Source: an optimization exercise on an open RTL-to-GDS flow (aim: small area, a short achievable clock period and few clock cycles per item). Production flows keep margins and buffers that such runs may drop.
At most, simulation tests tie the RTL to the original design; equivalence was not proved.
For runs 4 to 7, only the layout was checked, not whether the RTL still works.

==> flow/design.v, too long to show whole: its modules and the start of the top module <==
// module rs_encoder: 1027 lines
// module rs_front: 234 lines
// module rs_decoder: 101 lines
// module rs_group_codec: 76 lines
module rs_group_codec (
    input  wire         clk,
    input  wire         rst_n,         
    input  wire         in_valid,
    output wire         in_ready,
    input  wire         in_op,         
    input  wire [255:0] in_data,
    input  wire [23:0]  in_check,      
    input  wire [31:0]  in_addr,       
    output reg          out_valid,
    input  wire         out_ready,
    output wire [255:0] out_data,
    output wire [23:0]  out_check,
    output wire [1:0]   out_status,
    output wire [5:0]   out_pos
);
  // ...
==> flow/flow/run.sh <==
#!/bin/bash
set -euo pipefail
MARGIN=$(cat flow/margin.txt)
bash standard.sh \
  "BUFFER_PORTS_ARGS=-buffer_cell sky130_fd_sc_hd__buf_1" \
  "SETUP_SLACK_MARGIN=$MARGIN" \
  finish > standard.log 2>&1
==> flow/flow/margin.txt <==
7
==> flow/standard.sh <==
#!/bin/bash
# synth_recipe.tcl (not shown) runs the flow's synth.tcl, then flattens the netlist and writes it again
# the make line also repeats each setting of config.mk as NAME=value (left out here)
make -C /OpenROAD-flow-scripts/flow DESIGN_CONFIG=/design/flow/config.mk WORK_HOME=/design/flow/orfs CLKGATE_MAP_FILE= SYNTH_SCRIPT=/design/flow/synth_recipe.tcl "${@:-finish}"
==> flow/config.mk <==
export PLATFORM = sky130hd
export DESIGN_NAME = rs_group_codec
export DESIGN_NICKNAME = rs_group_codec
export VERILOG_FILES = /design/flow/design.v
export SDC_FILE = /design/flow/constraint.sdc
export NUM_CORES = 4
export LEC_CHECK = 0
export CAP_MARGIN = 20
export CORE_AREA = 5 5 235 235
export CTS_BUF_LIST = sky130_fd_sc_hd__clkbuf_8
export DIE_AREA = 0 0 240 240
export PLACE_DENSITY = 0.8
export SLEW_MARGIN = 20
==> flow/constraint.sdc <==
create_clock -name core_clock -period 15.0 [get_ports {clk}]
set_input_delay 3.0000 -clock core_clock [delete_from_list [all_inputs] [get_ports {clk}]]
set_output_delay 3.0000 -clock core_clock [all_outputs]
set_load 0.01 [all_outputs]
==> flow_summary.toml, run 1 <==
[status]
status = "timing/DRC/antenna clean"

[cells_and_area]
n_all_inverters = 30
final_common_cell = "xnor2_1"
ff_latch_area_sq_um = 9209
largest_register_ffs = 256
fin_area_sq_um = 34490
clkbuf_count = 53
dominant_cells = "multi-input combinational cells"

[critical_path]
cp-startpoint = "in_data[128]"
crit_fanout = 4
critPathArrivalTime_ns = 8.36
timing.rr.end = "check_q[1]"

[timing]
finalSetupViolCount = 0
fin_crit_sh_pct = 53.07
setup_tns_ns = 0

[grt]
gr-usage-met1_pct = 59.83
grt_max_degree = 76

[floorplan]
coreArea_sq_um = 52450
die_x_microns = 240

[synthesis]
syn_nets = 3026
postSynth.asyncResetShare_pct = 0

[min_path]
hold_path_startpoint = "out_valid"

[placement]
post_dp_cell_area_sq_um = 32300

[cts]
htree_levels = 2

[routing]
routed-wl-met2_mm = 58.10
Testbench counts, summed over its fixed seeds: cycles 9,608, items 9,600.
==> run 2: changes to the inputs <==
--- a/flow/config.mk
+++ b/flow/config.mk
@@ -6,8 +6,8 @@
 export NUM_CORES = 4
 export LEC_CHECK = 0
 export CAP_MARGIN = 20
-export CORE_AREA = 5 5 235 235
+export CORE_AREA = 5 5 220 220
 export CTS_BUF_LIST = sky130_fd_sc_hd__clkbuf_8
-export DIE_AREA = 0 0 240 240
-export PLACE_DENSITY = 0.8
+export DIE_AREA = 0 0 225 225
+export PLACE_DENSITY = 0.75
 export SLEW_MARGIN = 20
==> flow_summary.toml, run 2 <==
[critical_path]
crit_fanout = 8
path_class = "flip-flop to primary output"
critPathLaunchType = "flip-flop"
cp-startpoint = "s1c_q[2]"
endpoint_kind = "primary output"
critical_path_required_ns = 12.00
worstReg2RegStart = "out_valid"
critPathArrivalTime_ns = 5.03

[timing]
finalHoldViolations = 0
finalSetupViolCount = 0
worst-slew-pin-transition_ns = 1.162
report.final.slew_viol_count = 0
fin_crit_sh_pct = 53.52
fmax_mhz = 124.6
setup_tns_ns = 0
rsz0062_at_grt = "yes"
max_slew_margin_pct = 22.51
fin_skew_ns = 0.03846
fin_crit_ns = 8.028
hold_slack_ns = 0.5540

[grt]
overflow = 0
grt_max_degree = 176
grt_pass1_vias = 24690
track_usage_pct = 51.10
antenna_found_initial = 14
grt_pass1_wl_mm = 182.0

[synthesis]
postSynth.asyncResetShare_pct = 0
ys_seq_area_share_pct = 32.02
synth_cell_types = 69
ys_seq_elements = 307
synthCells = 2692
yosysMostFrequentCell = "xnor2_1"
synth_top_area_cell = "xnor2_1"
ys_warn_count = 3
syn_nets = 3026
synth_compound_area_share_pct = 2.319
synth_area_sq_um = 28760
synth_top_family_by_area = "XOR/XNOR gates"
synth_commonest_cells = "xnor2_1, nand2_1, edfxtp_1"
syn-mean-instance-area_sq_um = 10.68
synth-edff-count = 306
synthSimpleGateAreaFrac_pct = 8.992
yosysTopAreaCellShare_pct = 34.32
synth_top_flop_cell = "edfxtp_1"
synth_fa_ha_area_share_pct = 0.7395
synthMuxAreaShare_pct = 1.048
yosys.area_share.xor_xnor_pct = 53.32
synthTopCellsByArea = "xnor2_1, edfxtp_1, xnor3_1"

[floorplan]
dieArea_sq_um = 50630
die_x_microns = 225
coreArea_sq_um = 45580
num_rows = 78
die_h_microns = 225
ioPinCount = 607
initial_core_util_pct = 63.11

[cells_and_area]
final_nets = 3712
areaGrowthSynthToFinish_pct = 19.18
largest_register_ffs = 256
regMostFlops = "data_q"
final_cell_mix = "xnor2_1, buf_1, nand2_1"
drive_gt1_share_pct = 10.23
reg_top3 = "data_q x256, check_q x24"
final_common_cell = "xnor2_1"

[cts]
clkTransAtPathRegs_ns = 0.06
root_buffer = "clkbuf_8"
htree_levels = 2
clock_latency_ns = 0.69
cts_tree = "yes"
cts_buffers = 54
cts_sinks = 307
cts_max_path_buffers = 3

[status]
status = "timing/DRC/antenna clean"

[routing]
drt_first_pass_iters = 7
route.detailed.drc = 0
routed_wl_mm = 135.7
routedWlPerCell_microns = 33.67
ant_nets = 0
vias_per_cell = 6.402
drtIter0Drc = 4494
num_vias = 25800

[placement]
globalplace.congestion = 1.171
place_hpwl_mm = 107.9
port_buffers = 606

[min_path]
hold_path_startpoint = "out_valid"
hold_class = "flip-flop to flip-flop"

[job]
drv_cap = 0
[run 2: cell counts after synthesis]
No cell type changed its count.
[run 2: path summary, 6_finish.rpt]
kind,slack (ns),depth (start not counted),endpoint
worst min register to register,0.55,2,out_valid
worst max register to register,12.44,3,check_q[0]
worst min-delay path,0.55,2,out_valid
worst max-delay path,6.97,12,out_data[154]
[run 2: cell type report]
class / count / area (sq um)
Tap cell: 600 / 750.7
Multi-Input combinational cell: 2272 / 19980
Antenna cell: 10 / 25.02
Clock buffer: 56 / 770.7
Fill cell: 3048 / 11300
Sequential cell: 307 / 9209
Clock inverter: 42 / 236.5
Timing Repair Buffer: 713 / 3183
Inverter: 30 / 120.1
[run 2: routing by layer]
metal	wire length (microns)	vias to the layer above	part of all wire (%)	track usage [%]
li1	-	10180	-	-
met1	44210	12170	33	62.54
met2	55760	2701	41	74.30
met3	23640	734	17	22.43
met4	11990	10	8.8	31.72
met5	67	-	0.049	0
[run 2: repair_timing]
| action | in CTS | in global routing |
|---|---|---|
| pin swaps | 5 | 25 |
| hold buffers | 0 | 0 |
| cloned | 0 | 1 |
| gates resized for setup | 47 | 93 |
| endpoints found under the setup margin | 128 | 156 |
| setup buffers | 20 | 24 |
[run 2: cell families after synthesis]
logic type                 Yosys count
and+or+nand+nor                    626
DFF                                307
adders and majority gates           17
buffers and inverters              114
AOI/OAI and AO/OA                   94
xor gates and xnor gates          1507
muxes                               27
[run 2: critical path, cell delays in order (launching register included)]
cell	delay [ns]
edfxtp_1	0.50
nand2b_1	0.21
xnor2_1	0.15
a21oi_1	0.11
xnor2_1	0.37
xor2_1	0.17
xnor2_2	0.58
nand2_1	0.29
or3_1	0.49
nor3_4	0.76
nand2_1	0.21
xnor2_1	0.29
buf_1	0.19
[run 2: through the flow]
stage,setup slack [ns],util [%],instance area (sq um),cells
floorplan,7.060,-,28780,2692
global placement,5.555,70.45,32110,3875
detailed placement,5.584,70.50,32130,3876
CTS,6.997,73.63,33560,3994
global route,6.810,75.20,34280,4029
finish,6.972,75.21,34280,4030
==> run 3: changes to the inputs <==
==> flow/run.sh (new file) <==
#!/bin/bash
# synth_recipe.tcl (not shown) runs the flow's synth.tcl, then flattens the netlist and writes it again
# the make line also repeats each setting of config.mk as NAME=value (left out here)
make -C /OpenROAD-flow-scripts/flow DESIGN_CONFIG=/design/flow/config.mk WORK_HOME=/design/flow/orfs CLKGATE_MAP_FILE= SYNTH_SCRIPT=/design/flow/synth_recipe.tcl finish
--- a/flow/config.mk
+++ b/flow/config.mk
@@ -6,8 +6,9 @@
 export NUM_CORES = 4
 export LEC_CHECK = 0
 export CAP_MARGIN = 20
-export CORE_AREA = 5 5 220 220
+export CORE_AREA = 5 5 235 235
 export CTS_BUF_LIST = sky130_fd_sc_hd__clkbuf_8
-export DIE_AREA = 0 0 225 225
-export PLACE_DENSITY = 0.75
+export DIE_AREA = 0 0 240 240
+export PLACE_DENSITY = 0.65
+export SETUP_SLACK_MARGIN = 5
 export SLEW_MARGIN = 20
removed: flow/flow/run.sh
removed: flow/flow/margin.txt
removed: flow/standard.sh
==> flow_summary.toml, run 3 <==
[critical_path]
path_class = "input port to flip-flop"
critPathArrivalTime_ns = 10.09
crit_fanout = 26
cp_slowest_stage_delay_ns = 0.85
endpoint_kind = "flip-flop"
timing.rr.end = "data_q[247]"
cp-endpoint = "inv0_q[6]"
cp_common_cell = "xnor2_1"
cp_slowest_cell = "clkdlybuf4s50_1"
critical_path_required_ns = 15.40
r2r_slack_ns = 12.26
critical_path.cell_chain = "clkdlybuf4s50_1 > xnor2_1 > xnor2_1 > xor3_1 > xnor3_1 > xnor2_2 > buf_4 > inv_2 > xnor3_1 > ha_1 > xnor2_1 > xnor2_1 > xnor2_2 > xor2_1 > a211oi_4 > inv_1 > a221oi_1 > o21ai_1 > xnor2_1"
cp-startpoint = "in_data[13]"
critPathLaunchType = "input port"
worstReg2RegStart = "out_valid"
r2r_cells = 4

[floorplan]
num_rows = 84
die_h_microns = 240
dieArea_sq_um = 57600
die_x_microns = 240
ioPinCount = 607
initial_core_util_pct = 54.84
coreArea_sq_um = 52450

[synthesis]
ys_seq_elements = 307
synth_compound_area_share_pct = 2.319
synth_commonest_cells = "xnor2_1, nand2_1, edfxtp_1"
synth_area_sq_um = 28760
synth-edff-count = 306
yosys.area_share.xor_xnor_pct = 53.32
ys_seq_area_share_pct = 32.02
synth_top_flop_cell = "edfxtp_1"
synthMuxAreaShare_pct = 1.048
yosysTopAreaCellShare_pct = 34.32
synth_cell_types = 69
syn_nets = 3026
synthCells = 2692
ys_warn_count = 3
synth_fa_ha_area_share_pct = 0.7395
syn-mean-instance-area_sq_um = 10.68
synthTopCellsByArea = "xnor2_1, edfxtp_1, xnor3_1"
synth_top_area_cell = "xnor2_1"
synth_top_family_by_area = "XOR/XNOR gates"
yosysMostFrequentCell = "xnor2_1"
postSynth.asyncResetShare_pct = 0
synthSimpleGateAreaFrac_pct = 8.992

[cts]
post-cts-setup-buffers = 0
hold_buffers = 0
htree_levels = 2
clkTransAtPathRegs_ns = 0.06
root_buffer = "clkbuf_8"
cts_tree = "yes"
clock_latency_ns = 0.68
cts_sinks = 307
cts-resized-gates = 0
cts_buffers = 52
cts_max_path_buffers = 3

[timing]
setup_tns_ns = 0
finalHoldViolations = 0
fin_crit_sh_pct = 64.61
finalSetupViolCount = 0
rsz0062_at_grt = "no"
fin_crit_ns = 9.691
fin_skew_ns = 0.03391
fmax_mhz = 103.2
max_slew_margin_pct = 11.24
worst-slew-pin-transition_ns = 1.330
report.final.slew_viol_count = 0

[placement]
dp_cells = 3959
globalplace.congestion = 1.125
place_hpwl_mm = 111.4
port_buffers = 606

[grt]
overflow = 0
grt_pass1_wl_mm = 186.9
grt_pass1_vias = 24290
grt_max_degree = 172
track_usage_pct = 46.55
antenna_found_initial = 12

[routing]
vias_per_cell = 6.205
drt_first_pass_iters = 6
ant_nets = 0
routed_wl_mm = 139.4
num_vias = 25210
routedWlPerCell_microns = 34.32
drtIter0Drc = 3724
route.detailed.drc = 0

[cells_and_area]
reg_top3 = "data_q x256, check_q x24"
num-fill-cells = 3652
regMostFlops = "data_q"
final_cell_mix = "xnor2_1, clkdlybuf4s50_1, nand2_1"
final_cells = 4063
final_common_cell = "xnor2_1"
areaGrowthSynthToFinish_pct = 28.81
largest_register_ffs = 256
final_nets = 3659
drive_gt1_share_pct = 5.886

[min_path]
hold_path_startpoint = "out_valid"
hold_class = "flip-flop to flip-flop"

[status]
status = "timing/DRC/antenna clean"

[job]
drv_cap = 0
run 3: cell count changes in the layout (fill, tap and decap cells not counted), moves of 9 or more:
| cell | delta |
|---|---|
| xnor2_2 | -34 |
| buf_1 | -588 |
| xnor3_1 | +12 |
| xnor3_2 | -11 |
| xor2_1 | +10 |
| clkbuf_2 | -14 |
| clkdlybuf4s50_1 | +606 |
| xnor2_1 | +40 |
| buf_4 | -41 |
| clkinv_1 | -11 |
| nor2_4 | -9 |
| inv_1 | +9 |
run 3: worst min path at each step:
| stage | to | slack [ns] | cells after the start |
|---|---|---|---|
| final | out_valid | 0.54 | 2 |
| after global placement | out_valid | 0.52 | 2 |
| after floorplan | out_valid | 0.61 | 2 |
| after CTS | out_valid | 0.54 | 2 |
| after detailed placement | out_valid | 0.54 | 2 |
| after global routing | out_valid | 0.60 | 2 |
run 3: through the flow:
stage	area, sq um	util [%]	hold WS, ns	setup slack [ns]
2_1_floorplan	28760	-	0.6094	6.612
5_1_grt	37040	70.62	0.6047	5.243
3_5_place_dp	36010	68.66	0.5359	4.920
4_1_cts	37010	70.57	0.5439	5.593
3_3_place_gp	36010	68.66	0.5160	5.033
6_report	37050	70.65	0.5390	5.309
run 3: cell type report:
cell class / count / area, sq um / area share [%]
clock buffer: 55 / 757.0 / 2.043
sequential: 307 / 9209 / 24.85
antenna: 11 / 27.53 / 0.07429
inverter: 30 / 112.6 / 0.3039
multi-input combinational: 2271 / 19330 / 52.17
tap: 688 / 860.8 / 2.323
timing repair buffer: 663 / 6506 / 17.56
clock inverter: 38 / 246.5 / 0.6653
run 3: metal layers:
layer  global-route usage (%)  vias to the layer above  wire length [microns]
li1                         -                    10090                      -
met1                    58.97                    12040                  48120
met2                    68.87                     2477                  58830
met3                    15.23                      603                  21190
met4                    29.56                        4                  11260
met5                        0                        -                     29
run 3: critical path, delay by kind of cell:
| kind | cells | cell delay [ns] |
|---|---|---|
| adder cells (fa/ha/maj) | 1 | 0.27 |
| buffers and inverters | 4 | 1.61 |
| XOR/XNOR | 11 | 4.01 |
| AO/OA/AOI/OAI | 3 | 1.17 |
run 3: cells by family after synthesis:
logic type | count (synthesis)
buf+inv | 114
compound gates | 94
xor+xnor | 1507
simple gates | 626
fa+ha+maj | 17
mux | 27
flops | 307
==> module rs_front, before the edit <==
module rs_front (
    input  wire        op,           
    input  wire [23:0] syn,          
    input  wire [23:0] check,        
    output wire        clean,        
    output wire        single,       
    output wire [7:0]  inv0,         
    output wire [7:0]  s1c,          
    output wire [23:0] check_hold    
);
    function automatic [7:0] gf_mul;
        input [7:0] a;
        input [7:0] b;
        integer i;
        reg [7:0] p;
        reg [7:0] x;
        begin
            p = 8'h00;
            x = a;
            for (i = 0; i < 8; i = i + 1) begin
                if (b[i])
                    p = p ^ x;
                x = {x[6:0], 1'b0} ^ (x[7] ? 8'h1D : 8'h00);
            end
            gf_mul = p;
        end
    endfunction
    function automatic [3:0] g16_mul;
        input [3:0] a;
        input [3:0] b;
        reg [6:0] p;
        integer i;
        begin
            p = 7'd0;
            for (i = 0; i < 4; i = i + 1)
                if (b[i]) p = p ^ ({3'd0, a} << i);
            for (i = 6; i >= 4; i = i - 1)
                if (p[i]) p = p ^ (7'b0010011 << (i - 4));
            g16_mul = p[3:0];
        end
    endfunction
    function automatic [3:0] g16_inv;
        input [3:0] a;
        begin
            case (a)
                4'h0: g16_inv = 4'h0;
                4'h1: g16_inv = 4'h1;
                4'h2: g16_inv = 4'h9;
                4'h3: g16_inv = 4'hE;
                4'h4: g16_inv = 4'hD;
                4'h5: g16_inv = 4'hB;
                4'h6: g16_inv = 4'h7;
                4'h7: g16_inv = 4'h6;
                4'h8: g16_inv = 4'hF;
                4'h9: g16_inv = 4'h2;
                4'hA: g16_inv = 4'hC;
                4'hB: g16_inv = 4'h5;
                4'hC: g16_inv = 4'hA;
                4'hD: g16_inv = 4'h4;
                4'hE: g16_inv = 4'h3;
                4'hF: g16_inv = 4'h8;
                default: g16_inv = 4'h0;
            endcase
        end
    endfunction
    function automatic [7:0] t_inv;
        input [7:0] a;
        reg [3:0] d;
        reg [3:0] di;
        begin
            d  = g16_mul(g16_mul(a[7:4], a[7:4]), 4'd8) ^ g16_mul(a[7:4], a[3:0]) ^
                 g16_mul(a[3:0], a[3:0]);
            di = g16_inv(d);
            t_inv = {g16_mul(a[7:4], di), g16_mul(a[3:0] ^ a[7:4], di)};
        end
    endfunction
    wire [7:0] s0 = syn[7:0];
    wire [7:0] s1 = syn[15:8];
    wire [7:0] s2 = syn[23:16];
    assign clean  = !op || (syn == 24'h000000);
    assign single = op && (|s0) && (|s1) && (gf_mul(s1, s1) == gf_mul(s0, s2));
    wire [7:0] s0c;
    assign s0c[0] = s0[0] ^ s0[1] ^ s0[2] ^ s0[3] ^ s0[4] ^ s0[6] ^ s0[7];
    assign s0c[1] = s0[2] ^ s0[3] ^ s0[6] ^ s0[7];
    assign s0c[2] = s0[2] ^ s0[4] ^ s0[6];
    assign s0c[3] = s0[3] ^ s0[4] ^ s0[5] ^ s0[6];
    assign s0c[4] = s0[4] ^ s0[7];
    assign s0c[5] = s0[1] ^ s0[3] ^ s0[4];
    assign s0c[6] = s0[2] ^ s0[5] ^ s0[6];
    assign s0c[7] = s0[5];
    assign s1c[0] = s1[0] ^ s1[1] ^ s1[2] ^ s1[3] ^ s1[4] ^ s1[6] ^ s1[7];
    assign s1c[1] = s1[2] ^ s1[3] ^ s1[6] ^ s1[7];
    assign s1c[2] = s1[2] ^ s1[4] ^ s1[6];
    assign s1c[3] = s1[3] ^ s1[4] ^ s1[5] ^ s1[6];
    assign s1c[4] = s1[4] ^ s1[7];
    assign s1c[5] = s1[1] ^ s1[3] ^ s1[4];
    assign s1c[6] = s1[2] ^ s1[5] ^ s1[6];
    assign s1c[7] = s1[5];
    assign inv0 = t_inv(s0c);
    wire w0 = syn[2] ^ syn[6];
    wire w1 = syn[3] ^ syn[7];
    wire w2 = syn[4] ^ syn[22];
    wire w3 = syn[1] ^ syn[5];
    wire w4 = syn[8] ^ syn[21];
    wire w5 = syn[19] ^ syn[23];
    wire w6 = syn[16] ^ w0;
    wire w7 = syn[12] ^ syn[14];
    wire w8 = syn[9] ^ syn[11];
    wire w9 = syn[13] ^ syn[15];
    wire w10 = syn[0] ^ syn[20];
    wire w11 = syn[17] ^ w4;
    wire w12 = syn[10] ^ w7;
    wire w13 = syn[18] ^ w2;
    wire w14 = w8 ^ w9;
    wire w15 = w3 ^ w5;
    wire w16 = syn[22] ^ w14;
    wire w17 = w1 ^ w15;
    wire w18 = w6 ^ w10;
    wire w19 = syn[6] ^ syn[8];
    wire w20 = syn[20] ^ w12;
    wire w21 = syn[15] ^ w13;
    wire w22 = syn[18] ^ w16;
    wire w23 = syn[5] ^ syn[17];
    wire w24 = syn[14] ^ syn[21];
    wire w25 = syn[7] ^ syn[16];
    wire w26 = syn[0] ^ syn[10];
    wire w27 = syn[5] ^ syn[23];
    wire w28 = syn[4] ^ w10;
    wire w29 = w1 ^ w2;
    wire w30 = syn[0] ^ w12;
    wire w31 = syn[9] ^ w13;
    wire w32 = w3 ^ w11;
    wire w33 = w1 ^ w6;
    wire w34 = w14 ^ w28;
    wire w35 = syn[7] ^ w18;
    wire w36 = w11 ^ w17;
    wire w37 = w21 ^ w30;
    wire w38 = w0 ^ w20;
    wire w39 = w32 ^ w38;
    wire w40 = w4 ^ w33;
    wire w41 = w22 ^ w40;
    wire w42 = syn[9] ^ syn[21];
    wire w43 = w2 ^ w42;
    wire w44 = w43 ^ w17;
    wire w45 = w18 ^ w44;
    wire w46 = syn[23] ^ w7;
    wire w47 = w29 ^ w46;
    wire w48 = syn[1] ^ syn[4];
    wire w49 = syn[23] ^ w9;
    wire w50 = w48 ^ w6;
    wire w51 = w11 ^ w49;
    wire w52 = w20 ^ w50;
    wire w53 = w51 ^ w52;
    wire w54 = syn[2] ^ w1;
    wire w55 = w23 ^ w24;
    wire w56 = w54 ^ w55;
    wire w57 = w56 ^ w22;
    wire w58 = syn[3] ^ w5;
    wire w59 = w19 ^ w58;
    wire w60 = w59 ^ w37;
    wire w61 = w25 ^ w15;
    wire w62 = w34 ^ w61;
    wire w63 = syn[17] ^ w18;
    wire w64 = w31 ^ w63;
    wire w65 = syn[18] ^ w26;
    wire w66 = w65 ^ w36;
    wire w67 = syn[1] ^ syn[8];
    wire w68 = syn[11] ^ syn[16];
    wire w69 = syn[17] ^ syn[19];
    wire w70 = w67 ^ w68;
    wire w71 = w69 ^ w70;
    wire w72 = syn[12] ^ syn[16];
    wire w73 = w2 ^ w19;
    wire w74 = w72 ^ w73;
    wire w75 = syn[13] ^ w27;
    wire w76 = w13 ^ w75;
    wire w77 = w76 ^ w35;
    wire w78 = syn[6] ^ syn[17];
    wire w79 = w24 ^ w78;
    wire w80 = w79 ^ w17;
    wire w81 = w21 ^ w35;
    wire w82 = syn[16] ^ w36;
    wire w83 = syn[16] ^ w3;
    wire w84 = w4 ^ w12;
    wire w85 = w83 ^ w31;
    wire w86 = w84 ^ w85;
    wire w87 = w5 ^ w23;
    wire w88 = w26 ^ w6;
    wire w89 = w87 ^ w16;
    wire w90 = w88 ^ w89;
    wire w91 = syn[6] ^ w8;
    wire w92 = w10 ^ w27;
    wire w93 = w11 ^ w29;
    wire w94 = w91 ^ w92;
    wire w95 = w93 ^ w94;
    wire w96 = syn[14] ^ syn[23];
    wire w97 = w19 ^ w25;
    wire w98 = w96 ^ w97;
    wire w99 = syn[7] ^ w32;
    wire w100 = w37 ^ w99;
    wire w101 = w0 ^ w15;
    wire w102 = w101 ^ w22;
    wire w103 = syn[8] ^ w5;
    wire w104 = w103 ^ w20;
    wire w105 = w33 ^ w104;
    wire w106 = w1 ^ w11;
    wire w107 = w34 ^ w106;
    wire [23:0] penc;
    assign penc[0] = w39 ^ check[0];
    assign penc[1] = w41 ^ check[1];
    assign penc[2] = w45 ^ check[2];
    assign penc[3] = w47 ^ check[3];
    assign penc[4] = w53 ^ check[4];
    assign penc[5] = w57 ^ check[5];
    assign penc[6] = w60 ^ check[6];
    assign penc[7] = w62 ^ check[7];
    assign penc[8] = w64 ^ check[8];
    assign penc[9] = w66 ^ check[9];
    assign penc[10] = w71 ^ check[10];
    assign penc[11] = w74 ^ check[11];
    assign penc[12] = w77 ^ check[12];
    assign penc[13] = w80 ^ check[13];
    assign penc[14] = w81 ^ check[14];
    assign penc[15] = w82 ^ check[15];
    assign penc[16] = w86 ^ check[16];
    assign penc[17] = w90 ^ check[17];
    assign penc[18] = w95 ^ check[18];
    assign penc[19] = w98 ^ check[19];
    assign penc[20] = w100 ^ check[20];
    assign penc[21] = w102 ^ check[21];
    assign penc[22] = w105 ^ check[22];
    assign penc[23] = w107 ^ check[23];
    assign check_hold = op ? check : penc;
endmodule
==> module rs_decoder, before the edit <==
module rs_decoder (
    input  wire         clean,        
    input  wire         single,       
    input  wire [7:0]   s0,           
    input  wire [7:0]   inv0,         
    input  wire [7:0]   s1c,          
    input  wire [255:0] data,         
    input  wire [23:0]  check,        
    output wire [255:0] data_out,
    output wire [23:0]  check_out,
    output wire [1:0]   status,
    output wire [5:0]   pos
);
    function automatic [3:0] g16_mul;
        input [3:0] a;
        input [3:0] b;
        reg [6:0] p;
        integer i;
        begin
            p = 7'd0;
            for (i = 0; i < 4; i = i + 1)
                if (b[i]) p = p ^ ({3'd0, a} << i);
            for (i = 6; i >= 4; i = i - 1)
                if (p[i]) p = p ^ (7'b0010011 << (i - 4));
            g16_mul = p[3:0];
        end
    endfunction
    function automatic [7:0] t_mul;
        input [7:0] a;
        input [7:0] b;
        reg [3:0] hh;
        begin
            hh    = g16_mul(a[7:4], b[7:4]);
            t_mul = {g16_mul(a[7:4] ^ a[3:0], b[7:4] ^ b[3:0]) ^ g16_mul(a[3:0], b[3:0]),
                     g16_mul(hh, 4'd8) ^ g16_mul(a[3:0], b[3:0])};
        end
    endfunction
    wire [7:0]  r = t_mul(s1c, inv0);
    wire [38:0] hit;
    assign hit[0] = (r == 8'h01);
    assign hit[1] = (r == 8'h21);
    assign hit[2] = (r == 8'h47);
    assign hit[3] = (r == 8'h2B);
    assign hit[4] = (r == 8'h3D);
    assign hit[5] = (r == 8'hC8);
    assign hit[6] = (r == 8'h4F);
    assign hit[7] = (r == 8'h13);
    assign hit[8] = (r == 8'h50);
    assign hit[9] = (r == 8'hFF);
    assign hit[10] = (r == 8'hFD);
    assign hit[11] = (r == 8'hBF);
    assign hit[12] = (r == 8'h31);
    assign hit[13] = (r == 8'h74);
    assign hit[14] = (r == 8'h1D);
    assign hit[15] = (r == 8'hAE);
    assign hit[16] = (r == 8'h23);
    assign hit[17] = (r == 8'h05);
    assign hit[18] = (r == 8'hA5);
    assign hit[19] = (r == 8'h78);
    assign hit[20] = (r == 8'hA1);
    assign hit[21] = (r == 8'hFC);
    assign hit[22] = (r == 8'h9E);
    assign hit[23] = (r == 8'h76);
    assign hit[24] = (r == 8'h5F);
    assign hit[25] = (r == 8'h20);
    assign hit[26] = (r == 8'h66);
    assign hit[27] = (r == 8'h6C);
    assign hit[28] = (r == 8'h16);
    assign hit[29] = (r == 8'hF5);
    assign hit[30] = (r == 8'h87);
    assign hit[31] = (r == 8'h5C);
    assign hit[32] = (r == 8'h43);
    assign hit[33] = (r == 8'hAF);
    assign hit[34] = (r == 8'h02);
    assign hit[35] = (r == 8'h42);
    assign hit[36] = (r == 8'h8E);
    assign hit[37] = (r == 8'h45);
    assign hit[38] = (r == 8'h69);
    wire corr = single & (|hit[34:0]);
    wire mis  = single & (|hit[38:35]);
    reg [5:0] kpos;
    integer i;
    always @* begin
        kpos = 6'd0;
        for (i = 0; i < 39; i = i + 1)
            if (hit[i]) kpos = kpos | i[5:0];
    end
    assign status = clean ? 2'd0 : corr ? 2'd1 : mis ? 2'd3 : 2'd2;
    assign pos    = single ? kpos : 6'd0;
    genvar n;
    generate
        for (n = 0; n < 35; n = n + 1) begin : g_fix
            wire fix = single & hit[n];
            if (n < 3) begin : g_c
                assign check_out[8*n +: 8] = check[8*n +: 8] ^ ({8{fix}} & s0);
            end else begin : g_d
                assign data_out[8*(n-3) +: 8] = data[8*(n-3) +: 8] ^ ({8{fix}} & s0);
            end
        end
    endgenerate
endmodule
==> module rs_group_codec, before the edit <==
module rs_group_codec (
    input  wire         clk,
    input  wire         rst_n,         
    input  wire         in_valid,
    output wire         in_ready,
    input  wire         in_op,         
    input  wire [255:0] in_data,
    input  wire [23:0]  in_check,      
    input  wire [31:0]  in_addr,       
    output reg          out_valid,
    input  wire         out_ready,
    output wire [255:0] out_data,
    output wire [23:0]  out_check,
    output wire [1:0]   out_status,
    output wire [5:0]   out_pos
);
    wire [23:0] syn;
    rs_encoder u_syn (
        .data  (in_data),
        .check (in_check),
        .addr  (in_addr),
        .syn   (syn)
    );
    wire        clean, single;
    wire [7:0]  inv0, s1c;
    wire [23:0] check_hold;
    rs_front u_front (
        .op         (in_op),
        .syn        (syn),
        .check      (in_check),
        .clean      (clean),
        .single     (single),
        .inv0       (inv0),
        .s1c        (s1c),
        .check_hold (check_hold)
    );
    assign in_ready = !out_valid || out_ready;
    wire accept = in_valid && in_ready;
    always @(posedge clk) begin
        if (!rst_n) begin
            out_valid <= 1'b0;
        end else if (accept) begin
            out_valid <= 1'b1;
        end else if (out_ready) begin
            out_valid <= 1'b0;
        end
    end
    reg  [255:0] data_q;
    reg  [23:0]  check_q;
    reg  [7:0]   s0_q, inv0_q, s1c_q;
    reg          clean_q, single_q;
    always @(posedge clk) begin
        if (accept) begin
            data_q   <= in_data;
            check_q  <= check_hold;
            s0_q     <= syn[7:0];
            inv0_q   <= inv0;
            s1c_q    <= s1c;
            clean_q  <= clean;
            single_q <= single;
        end
    end
    rs_decoder u_dec (
        .clean     (clean_q),
        .single    (single_q),
        .s0        (s0_q),
        .inv0      (inv0_q),
        .s1c       (s1c_q),
        .data      (data_q),
        .check     (check_q),
        .data_out  (out_data),
        .check_out (out_check),
        .status    (out_status),
        .pos       (out_pos)
    );
endmodule
==> run 4: changes to the inputs <==
--- a/flow/design.v
+++ b/flow/design.v
@@ -1031,8 +1031,8 @@
     input  wire [23:0] check,        
     output wire        clean,        
     output wire        single,       
-    output wire [7:0]  inv0,         
-    output wire [7:0]  s1c,          
+    output wire [7:0]  num,          
+    output wire [3:0]  dinv,         
     output wire [23:0] check_hold    
 );
     function automatic [7:0] gf_mul;
@@ -1101,12 +1101,23 @@
             t_inv = {g16_mul(a[7:4], di), g16_mul(a[3:0] ^ a[7:4], di)};
         end
     endfunction
+    function automatic [7:0] t_mul;
+        input [7:0] a;
+        input [7:0] b;
+        reg [3:0] hh;
+        begin
+            hh    = g16_mul(a[7:4], b[7:4]);
+            t_mul = {g16_mul(a[7:4] ^ a[3:0], b[7:4] ^ b[3:0]) ^ g16_mul(a[3:0], b[3:0]),
+                     g16_mul(hh, 4'd8) ^ g16_mul(a[3:0], b[3:0])};
+        end
+    endfunction
     wire [7:0] s0 = syn[7:0];
     wire [7:0] s1 = syn[15:8];
     wire [7:0] s2 = syn[23:16];
     assign clean  = !op || (syn == 24'h000000);
     assign single = op && (|s0) && (|s1) && (gf_mul(s1, s1) == gf_mul(s0, s2));
     wire [7:0] s0c;
+    wire [7:0] s1c;
     assign s0c[0] = s0[0] ^ s0[1] ^ s0[2] ^ s0[3] ^ s0[4] ^ s0[6] ^ s0[7];
     assign s0c[1] = s0[2] ^ s0[3] ^ s0[6] ^ s0[7];
     assign s0c[2] = s0[2] ^ s0[4] ^ s0[6];
@@ -1123,7 +1134,10 @@
     assign s1c[5] = s1[1] ^ s1[3] ^ s1[4];
     assign s1c[6] = s1[2] ^ s1[5] ^ s1[6];
     assign s1c[7] = s1[5];
-    assign inv0 = t_inv(s0c);
+    wire [3:0] nrm = g16_mul(g16_mul(s0c[7:4], s0c[7:4]), 4'd8) ^
+                     g16_mul(s0c[7:4], s0c[3:0]) ^ g16_mul(s0c[3:0], s0c[3:0]);
+    assign dinv = g16_inv(nrm);
+    assign num  = t_mul(s1c, {s0c[7:4], s0c[3:0] ^ s0c[7:4]});
     wire w0 = syn[2] ^ syn[6];
     wire w1 = syn[3] ^ syn[7];
     wire w2 = syn[4] ^ syn[22];
@@ -1263,8 +1277,8 @@
     input  wire         clean,        
     input  wire         single,       
     input  wire [7:0]   s0,           
-    input  wire [7:0]   inv0,         
-    input  wire [7:0]   s1c,          
+    input  wire [7:0]   num,          
+    input  wire [3:0]   dinv,         
     input  wire [255:0] data,         
     input  wire [23:0]  check,        
     output wire [255:0] data_out,
@@ -1286,17 +1300,7 @@
             g16_mul = p[3:0];
         end
     endfunction
-    function automatic [7:0] t_mul;
-        input [7:0] a;
-        input [7:0] b;
-        reg [3:0] hh;
-        begin
-            hh    = g16_mul(a[7:4], b[7:4]);
-            t_mul = {g16_mul(a[7:4] ^ a[3:0], b[7:4] ^ b[3:0]) ^ g16_mul(a[3:0], b[3:0]),
-                     g16_mul(hh, 4'd8) ^ g16_mul(a[3:0], b[3:0])};
-        end
-    endfunction
-    wire [7:0]  r = t_mul(s1c, inv0);
+    wire [7:0]  r = {g16_mul(num[7:4], dinv), g16_mul(num[3:0], dinv)};
     wire [38:0] hit;
     assign hit[0] = (r == 8'h01);
     assign hit[1] = (r == 8'h21);
@@ -1384,7 +1388,8 @@
         .syn   (syn)
     );
     wire        clean, single;
-    wire [7:0]  inv0, s1c;
+    wire [7:0]  num;
+    wire [3:0]  dinv;
     wire [23:0] check_hold;
     rs_front u_front (
         .op         (in_op),
@@ -1392,8 +1397,8 @@
         .check      (in_check),
         .clean      (clean),
         .single     (single),
-        .inv0       (inv0),
-        .s1c        (s1c),
+        .num        (num),
+        .dinv       (dinv),
         .check_hold (check_hold)
     );
     assign in_ready = !out_valid || out_ready;
@@ -1409,15 +1414,16 @@
     end
     reg  [255:0] data_q;
     reg  [23:0]  check_q;
-    reg  [7:0]   s0_q, inv0_q, s1c_q;
+    reg  [7:0]   s0_q, num_q;
+    reg  [3:0]   dinv_q;
     reg          clean_q, single_q;
     always @(posedge clk) begin
         if (accept) begin
             data_q   <= in_data;
             check_q  <= check_hold;
             s0_q     <= syn[7:0];
-            inv0_q   <= inv0;
-            s1c_q    <= s1c;
+            num_q    <= num;
+            dinv_q   <= dinv;
             clean_q  <= clean;
             single_q <= single;
         end
@@ -1426,8 +1432,8 @@
         .clean     (clean_q),
         .single    (single_q),
         .s0        (s0_q),
-        .inv0      (inv0_q),
-        .s1c       (s1c_q),
+        .num       (num_q),
+        .dinv      (dinv_q),
         .data      (data_q),
         .check     (check_q),
         .data_out  (out_data),
==> flow/flow/run.sh (new file) <==
#!/bin/bash
set -euo pipefail
MARGIN=$(cat flow/margin.txt)
bash standard.sh \
  "BUFFER_PORTS_ARGS=-buffer_cell sky130_fd_sc_hd__buf_1" \
  "SETUP_SLACK_MARGIN=$MARGIN" \
  finish > standard.log 2>&1
==> flow/flow/margin.txt (new file) <==
8
==> flow/standard.sh (new file) <==
#!/bin/bash
# synth_recipe.tcl (not shown) runs the flow's synth.tcl, then flattens the netlist and writes it again
# the make line also repeats each setting of config.mk as NAME=value (left out here)
make -C /OpenROAD-flow-scripts/flow DESIGN_CONFIG=/design/flow/config.mk WORK_HOME=/design/flow/orfs CLKGATE_MAP_FILE= SYNTH_SCRIPT=/design/flow/synth_recipe.tcl "${@:-finish}"
==> flow/config.mk (replaced) <==
export PLATFORM = sky130hd
export DESIGN_NAME = rs_group_codec
export DESIGN_NICKNAME = rs_group_codec
export VERILOG_FILES = /design/flow/design.v
export SDC_FILE = /design/flow/constraint.sdc
export NUM_CORES = 4
export LEC_CHECK = 0
export CAP_MARGIN = 20
export CORE_AREA = 5 5 265 265
export DIE_AREA = 0 0 270 270
export PLACE_DENSITY = 0.6
export SLEW_MARGIN = 20
removed: flow/run.sh
==> flow_summary.toml, run 4 <==
[status]
status = "timing/DRC/antenna clean"

[timing]
max_slew_margin_pct = 17.45
report.final.slew_viol_count = 0
setup_tns_ns = 0
fin_crit_ns = 7.121
fmax_mhz = 140.4
finalHoldViolations = 0
finalSetupViolCount = 0
fin_crit_sh_pct = 47.47
fin_skew_ns = 0.02276
worst-slew-pin-transition_ns = 1.238
rsz0062_at_grt = "yes"

[synthesis]
ys_seq_elements = 303
yosysMostFrequentCell = "xnor2_1"
ys_seq_area_share_pct = 29.77
syn_nets = 3105
synth_top_flop_cell = "edfxtp_1"
ys_warn_count = 3
synth_cell_types = 71
synth_commonest_cells = "xnor2_1, nand2_1, edfxtp_1"
synth-edff-count = 302
synthTopCellsByArea = "edfxtp_1, xnor2_1, xnor3_1"
postSynth.asyncResetShare_pct = 0
synth_top_area_cell = "edfxtp_1"
synthCells = 2769
syn-mean-instance-area_sq_um = 11.02
yosysTopAreaCellShare_pct = 29.71
synth_area_sq_um = 30530

[routing]
route.detailed.drc = 0
drtIter0Drc = 3852
drt_first_pass_iters = 6
ant_nets = 0
num_vias = 26640
vias_per_cell = 5.851
routedWlPerCell_microns = 35.11
routed_wl_mm = 159.9

[cts]
cts_tree = "yes"
cts_max_path_buffers = 3
clkTransAtPathRegs_ns = 0.06
cts_sinks = 303
cts_buffers = 36
clock_latency_ns = 0.57
root_buffer = "clkbuf_16"
htree_levels = 2

[floorplan]
coreArea_sq_um = 67160
dieArea_sq_um = 72900
num_rows = 95
die_h_microns = 270
initial_core_util_pct = 45.45
die_x_microns = 270
ioPinCount = 607

[placement]
place_hpwl_mm = 128.3
port_buffers = 606
globalplace.congestion = 1.110

[critical_path]
critical_path_required_ns = 15.30
r2r_slack_ns = 10.88
endpoint_kind = "flip-flop"
critPathLaunchType = "input port"
cp-startpoint = "in_data[232]"
worstReg2RegStart = "out_valid"
critPathArrivalTime_ns = 7.42
crit_fanout = 11
path_class = "input port to flip-flop"

[cells_and_area]
largest_register_ffs = 256
num-fill-cells = 5629
multi_input_area_sq_um = 24480
final_cell_mix = "xnor2_1, buf_1, nand2_1"
fin_util_pct = 61.81
final_common_cell = "xnor2_1"
regMostFlops = "data_q"
ff_latch_area_sq_um = 9089
areaGrowthSynthToFinish_pct = 35.98
drive_gt1_share_pct = 28.48
reg_top3 = "data_q x256, check_q x24"
final_nets = 3978

[grt]
overflow = 0
grt_pass1_wl_mm = 211.1
grt_pass1_vias = 25160
grt_max_degree = 76
track_usage_pct = 41.72
antenna_found_initial = 16

[min_path]
hold_class = "flip-flop to flip-flop"
hold_path_startpoint = "out_valid"

[job]
drv_cap = 0
run 4: cell types whose count changed after synthesis, sizes merged, moves of 10 or more:
| cell | change |
|---|---|
| xor2 | -31 |
| xnor2 | -111 |
| a21oi | +17 |
| nand2 | +49 |
| or2 | -10 |
| xnor3 | +91 |
| o21ai | +10 |
| xor3 | +13 |
run 4: routing by layer:
| layer | GRT usage, % | vias to the layer above | wire (microns) |
|---|---|---|---|
| li1 | - | 10940 | - |
| met1 | 55.46 | 13270 | 59560 |
| met2 | 65.56 | 2028 | 71740 |
| met3 | 10.17 | 394 | 19260 |
| met4 | 17.69 | 4 | 9222 |
| met5 | 0 | - | 67 |
run 4: worst max-delay path, cell delays in order:
cell and delay (ns):
clkbuf_2 0.18, xnor3_2 0.58, buf_4 0.21, xor2_4 0.27, xnor3_1 0.42, xnor3_2 0.47, xor2_4 0.20, buf_12 0.20
xnor3_2 0.41, xnor2_4 0.24, nand2_2 0.09, xnor3_2 0.40, xnor3_2 0.44, xnor2_2 0.16, xnor2_1 0.14
run 4: timing repair:
item                                    CTS  global route
setup buffers                           133           137
pin swaps                                93           122
resized for setup                       448           309
endpoints found under the setup margin  310           254
hold buffers                              0             0
gates cloned                              3             3
run 4: path summary, 6_finish.rpt:
kind | depth (start not counted) | to
setup reg to reg | 5 | data_q[190]
setup / recovery | 15 | num_q[1]
hold reg to reg | 2 | out_valid
hold / removal | 2 | out_valid
run 4: stage by stage:
stage | worst slack (ns) | hold slack (ns) | area (sq um) | std cells
detailed placement | 6.117 | 0.5581 | 34420 | 4201
CTS | 7.875 | 0.5651 | 38830 | 4399
global route | 7.817 | 0.5986 | 41490 | 4545
floorplan | 7.948 | 0.6182 | 31060 | 2769
finish | 7.879 | 0.5715 | 41510 | 4553
global placement | 6.193 | 0.5137 | 34390 | 4200
run 4: cell type report:
type	count	share of cell area, %
Multi-Input combinational cell	2339	58.98
Sequential cell	303	21.90
Timing Repair Buffer	927	13.36
Tap cell	873	2.632
Clock buffer	46	2.261
Clock inverter	16	0.4039
Inverter	35	0.3798
Antenna cell	14	0.08440
run 4: logic make-up after synthesis:
logic type	Yosys count	share of synthesized area, %
xor+xnor	1469	54.51
flops	303	29.77
compound gates	138	3.005
buf+inv	129	1.652
mux	33	1.119
simple gates	678	9.165
fa+ha+maj	19	0.7788
==> run 5: changes to the inputs <==
==> flow/flow/margin.txt (replaced) <==
7
==> flow_summary.toml, run 5 <==
[cells_and_area]
largest_register_ffs = 256
areaGrowthSynthToFinish_pct = 17.76
multi_input_area_sq_um = 21480
final_nets = 3735
final_cells = 4308
final_cell_mix = "xnor2_1, buf_1, nand2_1"
regMostFlops = "data_q"
ff_latch_area_sq_um = 9089
num-fill-cells = 6120
drive_gt1_share_pct = 7.818
reg_top3 = "data_q x256, check_q x24"
final_common_cell = "xnor2_1"

[synthesis]
ys_warn_count = 3
synth_top_flop_cell = "edfxtp_1"
synth_cell_types = 71
syn_nets = 3105
synthCells = 2769
synth-edff-count = 302
yosysMostFrequentCell = "xnor2_1"
yosysTopAreaCellShare_pct = 29.71
ys_seq_elements = 303
postSynth.asyncResetShare_pct = 0
synth_top_area_cell = "edfxtp_1"
synthTopCellsByArea = "edfxtp_1, xnor2_1, xnor3_1"
synth_commonest_cells = "xnor2_1, nand2_1, edfxtp_1"
syn-mean-instance-area_sq_um = 11.02
synth_area_sq_um = 30530
ys_seq_area_share_pct = 29.77

[cts]
cts_sinks = 303
clock_latency_ns = 0.58
cts_tree = "yes"
cts_max_path_buffers = 3
htree_levels = 2
hold_buffers = 0
root_buffer = "clkbuf_16"
clkTransAtPathRegs_ns = 0.06
cts_buffers = 37

[timing]
rsz0062_at_grt = "yes"
layout_setup_ws_ns = 6.951
finalSetupViolCount = 0
fin_crit_sh_pct = 53.66
finalHoldViolations = 0
report.final.slew_viol_count = 0
setup_tns_ns = 0
fmax_mhz = 124.2
fin_skew_ns = 0.01635
fin_crit_ns = 8.049
max_slew_margin_pct = 23.18
worst-slew-pin-transition_ns = 1.151

[routing]
route.detailed.drc = 0
drt_first_pass_iters = 5
num_vias = 25190
routed_wl_mm = 154.6
routedWlPerCell_microns = 35.89
ant_nets = 0
vias_per_cell = 5.846
drtIter0Drc = 3693

[placement]
globalplace.congestion = 1.096
dp_cells = 4214
port_buffers = 606
preCtsSetupSlack_ns = 5.835
place_hpwl_mm = 127.1

[grt]
grt_pass1_wl_mm = 205.8
overflow = 0
grt_max_degree = 80
antenna_found_initial = 12
grt_pass1_vias = 24300
track_usage_pct = 40.46

[critical_path]
critPathArrivalTime_ns = 8.44
critical_path_required_ns = 15.39
endpoint_kind = "flip-flop"
critical_path.cell_chain = "buf_1 > xnor2_1 > xnor2_1 > xnor3_1 > xnor2_1 > xnor3_1 > xnor2_2 > o221ai_1 > a211oi_1 > xor2_1 > xnor2_1 > xnor3_1 > xnor2_1 > nor4_1"
cp_common_cell = "xnor2_1"
path_class = "input port to flip-flop"
crit_fanout = 8
cp_slowest_stage_delay_ns = 0.74
critPathLaunchType = "input port"
cp_slowest_cell = "xnor2_1"

[status]
status = "timing/DRC/antenna clean"

[floorplan]
coreArea_sq_um = 67160
ioPinCount = 607
num_rows = 95
die_x_microns = 270
dieArea_sq_um = 72900
die_h_microns = 270
initial_core_util_pct = 45.45

[min_path]
hold_class = "flip-flop to flip-flop"

[job]
drv_cap = 0
==> run 5: cell counts after synthesis <==
Identical to the previous run, type by type.
==> run 5: area by class of cell <==
cell class / instances / share of cell area (%)
timing repair buffer: 683 / 8.033
clock buffer: 42 / 2.656
antenna: 7 / 0.04873
inverter: 35 / 0.3898
sequential: 303 / 25.28
multi-input combinational: 2339 / 59.75
tap: 873 / 3.039
clock inverter: 26 / 0.8040
==> run 5: final timing paths <==
path	from	to	slack [ns]	cells past startpoint
hold reg to reg	out_valid	out_valid	0.56	2
setup / recovery	in_data[20]	single_q	6.95	14
setup reg to reg	out_valid	data_q[202]	10.88	5
hold / removal	out_valid	out_valid	0.56	2
==> run 5: cell families (layout without fill, tap and decap cells) <==
kind of cell	count (synthesis)	count (layout)	share of synthesized area, %
other cells	0	7	0
flops	303	303	29.77
simple gates	678	678	9.165
mux	33	33	1.119
compound gates	138	138	3.005
xor+xnor	1469	1471	54.51
buf+inv	129	786	1.652
fa+ha+maj	19	19	0.7788
==> run 5: timing repair <==
action / CTS / global route
buffers inserted: 3 / 14
pin swaps: 1 / 6
cloned: 0 / 2
resized for setup: 33 / 45
endpoints found under the setup margin: 19 / 50
==> run 5: critical path: cells and delay by family <==
| family | cells | cell delay [ns] |
|---|---|---|
| XOR/XNOR | 10 | 3.86 |
| AO/OA/AOI/OAI | 2 | 0.69 |
| buffers and inverters | 1 | 0.59 |
| AND/OR/NAND/NOR | 1 | 0.27 |
==> run 5: routing by layer <==
metal  vias to the layer above  wire, microns  global-route usage (%)
li1                      10440              -                       -
met1                     12590          59280                   53.73
met2                      1811          70690                   65.17
met3                       340          17020                   8.723
met4                         6           7535                   15.58
met5                         -             90                       0
==> run 5: stage by stage <==
step,instance area [sq um],util [%],hold WS (ns)
6_report,35950,53.53,0.5580
5_1_grt,35930,53.51,0.5725
4_1_cts,35510,52.87,0.5569
3_5_place_dp,34060,50.72,0.5489
3_3_place_gp,34040,50.68,0.5195
2_1_floorplan,30530,-,0.6094
==> run 6: changes to the inputs <==
--- a/flow/config.mk
+++ b/flow/config.mk
@@ -6,7 +6,8 @@
 export NUM_CORES = 4
 export LEC_CHECK = 0
 export CAP_MARGIN = 20
-export CORE_AREA = 5 5 265 265
-export DIE_AREA = 0 0 270 270
-export PLACE_DENSITY = 0.6
+export CORE_AREA = 5 5 235 235
+export CTS_BUF_LIST = sky130_fd_sc_hd__clkbuf_8
+export DIE_AREA = 0 0 240 240
+export PLACE_DENSITY = 0.65
 export SLEW_MARGIN = 20
==> flow_summary.toml, run 6 <==
[cts]
cts_tree = "yes"
hold_buffers = 0
root_buffer = "clkbuf_8"
clkTransAtPathRegs_ns = 0.07
cts_sinks = 303
clock_latency_ns = 0.68
htree_levels = 2
cts_max_path_buffers = 3
cts_buffers = 51

[routing]
route.detailed.drc = 0
drt_first_pass_iters = 7
drtIter0Drc = 3801
vias_per_cell = 6.297
routedWlPerCell_microns = 34.80
ant_nets = 0
num_vias = 26040
routed_wl_mm = 143.9

[grt]
grt_max_degree = 173
grt_pass1_wl_mm = 192.3
track_usage_pct = 48.01
grt_pass1_vias = 25010
antenna_found_initial = 16
overflow = 0

[synthesis]
synth_area_sq_um = 30530
synth-edff-count = 302
yosysTopAreaCellShare_pct = 29.71
ys_seq_elements = 303
synth_top_flop_cell = "edfxtp_1"
postSynth.asyncResetShare_pct = 0
synth_cell_types = 71
synth_commonest_cells = "xnor2_1, nand2_1, edfxtp_1"
synth_top_area_cell = "edfxtp_1"
yosysMostFrequentCell = "xnor2_1"
syn_nets = 3105
synthTopCellsByArea = "edfxtp_1, xnor2_1, xnor3_1"
synthCells = 2769
ys_seq_area_share_pct = 29.77
ys_warn_count = 3
syn-mean-instance-area_sq_um = 11.02

[timing]
fin_skew_ns = 0.02792
setup_tns_ns = 0
worst-slew-pin-transition_ns = 1.303
finalSetupViolCount = 0
max_slew_margin_pct = 13.12
report.final.slew_viol_count = 0
finalHoldViolations = 0
fin_crit_sh_pct = 54.15
fin_crit_ns = 8.123
fmax_mhz = 123.1
rsz0062_at_grt = "yes"

[cells_and_area]
multi_input_area_sq_um = 21320
largest_register_ffs = 256
reg_top3 = "data_q x256, check_q x24"
final_common_cell = "xnor2_1"
drive_gt1_share_pct = 7.598
ff_latch_area_sq_um = 9089
regMostFlops = "data_q"
num-fill-cells = 3969
final_cell_mix = "xnor2_1, buf_1, nand2_1"
areaGrowthSynthToFinish_pct = 15.71
final_nets = 3728

[critical_path]
cp_slowest_cell = "xnor3_1"
critPathTopFamily = "XOR/XNOR gates"
critical_path_required_ns = 15.43
critical_path.cell_chain = "buf_1 > xnor2_1 > xnor3_1 > xnor3_1 > xnor3_1 > inv_1 > ha_1 > xor3_1 > ha_1 > xnor2_1 > nand2_1 > xor2_1 > xor2_1 > xnor2_1"
path_class = "input port to flip-flop"
endpoint_kind = "flip-flop"
cp_slowest_stage_delay_ns = 0.91
crit_fanout = 9
critPathArrivalTime_ns = 8.55
cp.buffers_inverters = 2
critPathLaunchType = "input port"

[status]
status = "timing/DRC/antenna clean"

[floorplan]
die_x_microns = 240
num_rows = 84
dieArea_sq_um = 57600
coreArea_sq_um = 52450
ioPinCount = 607
die_h_microns = 240
initial_core_util_pct = 58.20

[job]
drv_cap = 0

[placement]
globalplace.congestion = 1.107
port_buffers = 606
place_hpwl_mm = 115.3

[min_path]
hold_class = "flip-flop to flip-flop"
[run 6: cell counts after synthesis]
No cell type changed its count.
[run 6: final cells by class]
type                       count  share of cell area, %
multi-input combinational   2337                  60.36
sequential                   303                  25.73
timing repair buffer         664                  7.811
tap                          688                  2.437
clock buffer                  56                  2.182
clock inverter                40                 0.9954
inverter                      35                 0.3932
antenna                       12                0.08502
[run 6: cell families after synthesis]
logic type	share of synthesized area (%)
mux	1.119
compound gates	3.005
xor+xnor	54.51
flops	29.77
fa+ha+maj	0.7788
buf+inv	1.652
simple gates	9.165
[run 6: tightest hold or removal path: cells and delay by family (launching register included)]
family           cells  cell delay, ns
flip-flops           1            0.31
AND/OR/NAND/NOR      1            0.10
AO/OA/AOI/OAI        1            0.09
[run 6: per-stage QoR]
| step | instances | area (sq um) | worst slack [ns] | hold slack, ns | util, % |
|---|---|---|---|---|---|
| floorplan | 2769 | 30530 | 7.053 | 0.6094 | - |
| global placement | 4018 | 33740 | 5.998 | 0.5123 | 64.34 |
| detailed placement | 4018 | 33750 | 5.871 | 0.5554 | 64.35 |
| CTS | 4114 | 34970 | 6.825 | 0.5632 | 66.68 |
| global route | 4130 | 35310 | 6.831 | 0.5949 | 67.33 |
| finish | 4135 | 35320 | 6.877 | 0.5564 | 67.35 |
[run 6: path summary, 6_finish.rpt]
kind	startpoint	end	slack [ns]	cells after the start
setup / recovery	in_data[201]	num_q[7]	6.88	14
setup reg to reg	out_valid	data_q[2]	12.34	4
hold reg to reg	out_valid	out_valid	0.56	2
hold / removal	out_valid	out_valid	0.56	2
[run 6: layer usage]
metal,vias to the layer above,part of all wire [%],track usage [%]
met5,-,0.13,0
met4,18,7.8,28.18
met3,590,16,17.72
met2,2553,42,69.92
met1,12440,34,61.63
li1,10440,-,-
[run 6: repair_timing]
| action | in CTS | in global routing |
|---|---|---|
| gates cloned | 0 | 0 |
| endpoints found under the setup margin | 22 | 63 |
| gates resized for setup | 18 | 51 |
| hold endpoints to repair | 0 | 0 |
| setup buffers | 0 | 9 |
==> run 7: changes to the inputs <==
==> flow/flow/margin.txt (replaced) <==
6.5
==> flow_summary.toml, run 7 <==
[cells_and_area]
areaGrowthSynthToFinish_pct = 14.46
drive_gt1_share_pct = 5.984
reg_top3 = "data_q x256, check_q x24"
final_nets = 3719
regMostFlops = "data_q"
num-fill-cells = 4003
final_common_cell = "xnor2_1"
final_cells = 4123
largest_register_ffs = 256
fin_util_pct = 66.62
final_cell_mix = "xnor2_1, buf_1, nand2_1"

[synthesis]
yosys.area_share.xor_xnor_pct = 54.51
ys_seq_area_share_pct = 29.77
synth_top_area_cell = "edfxtp_1"
yosysTopAreaCellShare_pct = 29.71
synth_cell_types = 71
postSynth.asyncResetShare_pct = 0
synthSimpleGateAreaFrac_pct = 9.165
syn-mean-instance-area_sq_um = 11.02
synthTopCellsByArea = "edfxtp_1, xnor2_1, xnor3_1"
synthMuxAreaShare_pct = 1.119
ys_warn_count = 3
yosysMostFrequentCell = "xnor2_1"
syn_nets = 3105
synth_fa_ha_area_share_pct = 0.7788
synth_top_flop_cell = "edfxtp_1"
synth-edff-count = 302
synth_compound_area_share_pct = 3.004
synthCells = 2769
synth_commonest_cells = "xnor2_1, nand2_1, edfxtp_1"
synth_area_sq_um = 30530
synth_top_family_by_area = "XOR/XNOR gates"
ys_seq_elements = 303

[cts]
post-cts-setup-buffers = 0
clock_latency_ns = 0.69
cts_tree = "yes"
root_buffer = "clkbuf_8"
clkTransAtPathRegs_ns = 0.07
cts_buffers = 51
cts_sinks = 303
cts_max_path_buffers = 3
htree_levels = 2
hold_buffers = 0

[timing]
report.final.slew_viol_count = 0
max_slew_margin_pct = 12.34
fin_crit_sh_pct = 56.89
fin_skew_ns = 0.03719
layout_setup_ws_ns = 6.467
hold_slack_ns = 0.5600
fmax_mhz = 117.2
setup_tns_ns = 0
finalHoldViolations = 0
fin_crit_ns = 8.533
rsz0062_at_grt = "no"
worst-slew-pin-transition_ns = 1.315
finalSetupViolCount = 0

[grt]
grt_pass1_vias = 25000
grt_max_degree = 173
grt_pass1_wl_mm = 192.3
track_usage_pct = 47.97
overflow = 0
antenna_found_initial = 16

[critical_path]
critPathArrivalTime_ns = 5.53
path_class = "flip-flop to primary output"
endpoint_kind = "primary output"
critical_path_required_ns = 12.00
critPathLaunchType = "flip-flop"
crit_fanout = 13

[floorplan]
dieArea_sq_um = 57600
coreArea_sq_um = 52450
die_h_microns = 240
die_x_microns = 240
initial_core_util_pct = 58.20
ioPinCount = 607
num_rows = 84

[routing]
vias_per_cell = 6.314
num_vias = 26030
drtIter0Drc = 3691
route.detailed.drc = 0
drt_first_pass_iters = 6
ant_nets = 0
routedWlPerCell_microns = 34.75
routed_wl_mm = 143.3

[status]
status = "timing/DRC/antenna clean"

[placement]
preCtsSetupSlack_ns = 5.871
port_buffers = 606
globalplace.congestion = 1.107
dp_cells = 4018
place_hpwl_mm = 115.3

[job]
drv_cap = 0

[min_path]
hold_class = "flip-flop to flip-flop"
-- run 7: cell counts after synthesis --
Identical to the previous run, type by type.
-- run 7: kinds of logic after synthesis --
kind of cell	Yosys count
DFF	303
adders and majority gates	19
buffers and inverters	129
xor gates and xnor gates	1469
AOI/OAI and AO/OA	138
and+or+nand+nor	678
muxes	33
-- run 7: what timing repair did --
item	in CTS	in global routing
setup endpoints to repair	0	8
hold endpoints to repair	0	0
resized for setup	0	8
-- run 7: routing by layer --
layer / vias up / part of all wire, % / track usage [%]
met1: 12430 / 34 / 62.04
li1: 10420 / - / -
met5: - / 0.035 / 0
met3: 572 / 16 / 17.29
met4: 10 / 7.8 / 27.63
met2: 2602 / 42 / 69.92
-- run 7: final timing paths --
path	cells past startpoint	slack, ns	to	start
max reg2reg	4	12.33	num_q[4]	out_valid
min	2	0.56	out_valid	out_valid
min reg2reg	2	0.56	out_valid	out_valid
max	10	6.47	out_data[54]	dinv_q[3]
-- run 7: layout make-up --
type | instances | area [sq um] | share of cell area [%]
multi-input combinational | 2337 | 21060 | 60.27
sequential | 303 | 9089 | 26.01
timing repair buffer | 655 | 2655 | 7.599
tap | 688 | 860.8 | 2.464
clock buffer | 56 | 770.7 | 2.206
clock inverter | 40 | 351.6 | 1.006
inverter | 35 | 131.4 | 0.3760
antenna | 9 | 22.52 | 0.06446
-- run 7: critical path, stage by stage, from the launching register on --
cell,delay (ns)
edfxtp_1,0.65
nand2_1,0.13
xor2_1,0.19
xnor2_1,0.53
mux2i_1,0.71
nor2b_1,0.45
nand2_1,0.18
nor2_2,0.95
nand2_1,0.27
xnor2_1,0.49
buf_1,0.29
-- run 7: per-stage QoR --
| stage | area (sq um) |
|---|---|
| after floorplan | 30530 |
| after global placement | 33740 |
| after detailed placement | 33750 |
| after CTS | 34870 |
| after global routing | 34940 |
| final | 34940 |

[re-timing with driven ports]
Ports are ideal in the flow. The routed layouts listed here were re-timed in OpenROAD. Step 1, drivers: a clkbuf_16 drives clk and a buf_2 each remaining input, both assumed. Step 2 adds t to the input delays and takes it off the output delays; t is the mean of the earliest and latest rising clock arrival at the registers after step 1. Input paths then give back, and output paths get back, about the clock's delay inside the block. Three values: no drivers, after step 1, after step 2; two values: the first two.
run	t, ns	setup WS [ns]	worst slew at a driven data input, ns
run 1	0.722	7.040 / 6.996 / 6.346	0.14
run 2	0.717	6.972 / 6.919 / 6.288	0.20
run 3	0.724	5.309 / 5.337 / 4.613	0.13
run 4	0.623	7.879 / 7.871 / 7.249	0.16
run 5	0.641	6.951 / 6.988 / 6.346	0.16
run 6	0.727	6.877 / 6.871 / 6.144	0.21
run 7	0.733	6.467 / 6.406 / 5.926	0.18
After both steps every run listed still meets setup and hold. For run 6, which loses most, drivers alone change the setup slack by -0.006 ns; drivers and shift together by -0.733 ns.
